This design comes from an exercise in tuning for small area and a short achievable clock period on the open sky130 flow, not from production work.
The RTL was checked by simulation tests, not by an equivalence proof against the original design.
No activity file was given, so power comes from the tool's default toggle rates.

== wip/pepper ==
==> flow/design.v (excerpt) <==
module fp32_lane (
    input  wire        clk,
    input  wire        rst,
    input  wire        in_valid,
    input  wire [3:0]  in_op,
    input  wire [31:0] in_a,
    input  wire [31:0] in_b,
    input  wire [31:0] in_c,
    output reg         out_valid,
    output reg  [31:0] out_result,
    output reg  [2:0]  out_flags      
);
export LEC_CHECK = 0
export CAP_MARGIN = 20
export CORE_MARGIN = 2
export CORE_UTILIZATION = 60
export CTS_BUF_LIST = sky130_fd_sc_hd__clkbuf_8 sky130_fd_sc_hd__clkbuf_16
export CTS_CLUSTER_DIAMETER = 80
export CTS_CLUSTER_SIZE = 20
export SLEW_MARGIN = 20
export SYNTH_HIERARCHICAL = 1
export BUFFER_PORTS_ARGS = -inputs -outputs -buffer_cell sky130_fd_sc_hd__buf_2
export SETUP_SLACK_MARGIN = 18.3
create_clock -name core_clock -period 24.0 [get_ports {clk}]
standard.sh (not shown) runs the stock make flow with config.mk's settings and CLKGATE_MAP_FILE= SYNTH_SCRIPT=/design/flow/synth_recipe.tcl, a recipe that flattens the netlist after the stock synthesis.
==> flow/flow/run.sh <==
#!/bin/bash
# Layout flow: the standard layout (standard.sh) with two changes:
#  - every input and output port is buffered by a plain buf_2 instead of the
#    default port buffer;
#  - the timing repair after CTS and global routing aims for a setup slack of
#    18.3 ns at the design's 24 ns clock (paths of at most 5.7 ns); the SDC
#    and the clock period are the design's, unchanged.
set -euo pipefail
cat >> config.mk <<'EOC'
export BUFFER_PORTS_ARGS = -inputs -outputs -buffer_cell sky130_fd_sc_hd__buf_2
export SETUP_SLACK_MARGIN = 18.3
EOC
bash standard.sh finish > standard.log 2>&1
Here is what was changed in the inputs of wip/lagoon compared with wip/pepper.
diff --git a/flow/config.mk b/flow/config.mk
--- a/flow/config.mk
+++ b/flow/config.mk
@@ -10,5 +10,5 @@
 export CORE_UTILIZATION = 60
-export CTS_BUF_LIST = sky130_fd_sc_hd__clkbuf_8 sky130_fd_sc_hd__clkbuf_16
 export CTS_CLUSTER_DIAMETER = 80
 export CTS_CLUSTER_SIZE = 20
+export PLACE_DENSITY = 0.75
 export SLEW_MARGIN = 20
Results
Diff wip/pepper..wip/lagoon | tightest hold margin | negligible. wip/lagoon vs wip/pepper: number of design-rule violations left by the first detailed-router iteration up in wip/lagoon. Layout clock buffer count (wip/lagoon over wip/pepper): decrease, 2. Comparing detailed-route wire length on metal 1 for wip/lagoon and wip/pepper, the bigger number came from wip/pepper. wip/lagoon vs wip/pepper: total design power down. Status: area of all placed cells without fillers parity (wip/pepper, wip/lagoon). Between wip/lagoon and wip/pepper, the cell area after placement does not differ in any meaningful way.

---

Another version of the RTL of fp32_lane (not shown whole).
Size in the first run: roughly 4,600 cells after synthesis.
==> flow/config.mk <==
export PLATFORM = sky130hd
export DESIGN_NAME = fp32_lane
export DESIGN_NICKNAME = fp32_lane
export VERILOG_FILES = /design/flow/design.v
export SDC_FILE = /design/flow/constraint.sdc
export NUM_CORES = 4
export LEC_CHECK = 0
export CAP_MARGIN = 20
export CORE_MARGIN = 2
export CORE_UTILIZATION = 60
export SLEW_MARGIN = 20
export SYNTH_HIERARCHICAL = 1
export BUFFER_PORTS_ARGS = -inputs -outputs -buffer_cell sky130_fd_sc_hd__buf_2
export SETUP_SLACK_MARGIN = 18.15
==> flow/constraint.sdc <==
create_clock -name core_clock -period 24.0 [get_ports {clk}]
set_input_delay 4.8000 -clock core_clock [delete_from_list [all_inputs] [get_ports {clk}]]
set_output_delay 4.8000 -clock core_clock [all_outputs]
set_load 0.01 [all_outputs]
==> flow/flow/run.sh <==
#!/bin/bash
# Layout flow: the standard layout (standard.sh) with two changes:
#  - every input and output port is buffered by a plain buf_2 instead of the
#    default port buffer;
#  - the timing repair after CTS and global routing aims for a setup slack of
#    18.15 ns at the design's 24 ns clock (paths of at most 5.85 ns); the SDC
#    and the clock period are the design's, unchanged.
set -euo pipefail
cat >> config.mk <<'EOC'
export BUFFER_PORTS_ARGS = -inputs -outputs -buffer_cell sky130_fd_sc_hd__buf_2
export SETUP_SLACK_MARGIN = 18.15
EOC
bash standard.sh finish > standard.log 2>&1
Then changed:
Settings changed: CORE_UTILIZATION 60 to 70.
Outcome: The new run completed without violations; via count climbs by 3.1%; setup slack loses 15 ps; design area shrinks by 0.95%; count of clock-buffer cells in the layout went down by 2; first-iteration DRC count went up by 27%; synthesized area stays the same; utilization is higher by 10 points; sequential share of layout area went up by 0.20 points; critical path depth is unchanged; register-to-register slack gains 50 ps; global-route usage grows by 5.0 points.
Then changed:
--- a/flow/flow/run.sh
+++ b/flow/flow/run.sh
@@ -7 +7,3 @@
-#    and the clock period are the design's, unchanged.
+#    and the clock period are the design's, unchanged;
+#  - after global routing, gates off the critical paths are downsized
+#    (RECOVER_POWER).
@@ -11,0 +14 @@
+export RECOVER_POWER = 100
Settings changed: CORE_UTILIZATION 70 to 60, RECOVER_POWER set to 100.
What happened:
- Now the flow completed, yet does not pass: max-capacitance violations, max-slew violations
- hold slack loses 7.6 ps
- routed wire length increases slightly
- count of clock-buffer cells in the layout increases by 2
- final area increases slightly
- critical path depth increases by 16
- fmax decreases by a quarter to a third
- power hardly moves
- core utilization decreases by 11 points
Then changed:
--- a/flow/flow/run.sh
+++ b/flow/flow/run.sh
@@ -7,3 +7 @@
-#    and the clock period are the design's, unchanged;
-#  - after global routing, gates off the critical paths are downsized
-#    (RECOVER_POWER).
+#    and the clock period are the design's, unchanged.
@@ -14 +11,0 @@
-export RECOVER_POWER = 100
Settings changed: CTS_CLUSTER_DIAMETER set to 80, CTS_CLUSTER_SIZE set to 20, RECOVER_POWER 100 to unset.
The changed run went through all stages and came out clean.
Synthesized cell count does not change.
Global-route usage barely changes.
Worst setup slack is better by 2600 ps.
Area after synthesis stays the same.
Count of clock-buffer cells in the layout decreases by 26.
Sequential power stays flat.

## afterwards: timing with drivers on the ports
In the flow no input, the clock included, has a driving cell. The finished layouts below were timed again as built, in two steps.
Step 1, drivers: a clkbuf_16 drives clk and a buf_2 each remaining input, both assumed.
Step 2 times the ports against the registers' clock, not the clock port: input delays grow and output delays shrink by t, the midpoint of the rising clock arrivals with the driver on.
Three values: ideal ports, drivers, drivers and shift; two values: the first two.
| run | t (ns) | slack for setup (ns) | slew at the worst register clock pin (ns) | worst data-port slew with drivers (ns) |
|---|---|---|---|---|
| wip/pepper | 0.647 | 18.178 / 18.107 / 17.821 | 0.08 / 0.08 | 0.04 |
| wip/lagoon | 0.640 | 18.181 / 18.111 / 17.929 | 0.08 / 0.08 | 0.06 |
| the first run of note 2 | 0.669 | 18.172 / 18.100 / 17.947 | 0.07 / 0.07 | 0.06 |
| the second run of note 2 | 0.648 | 18.156 / 18.097 / 17.652 | 0.07 / 0.07 | 0.06 |
| the third run of note 2 | 0.671 | 15.584 / 15.584 / 15.584 | 0.07 / 0.07 | 0.07 |
| the fourth run of note 2 | 0.647 | 18.177 / 18.108 / 17.954 | 0.08 / 0.08 | 0.06 |
For the second run of note 2, which loses most, drivers alone change the setup slack by -0.059 ns; drivers and shift together by -0.504 ns.
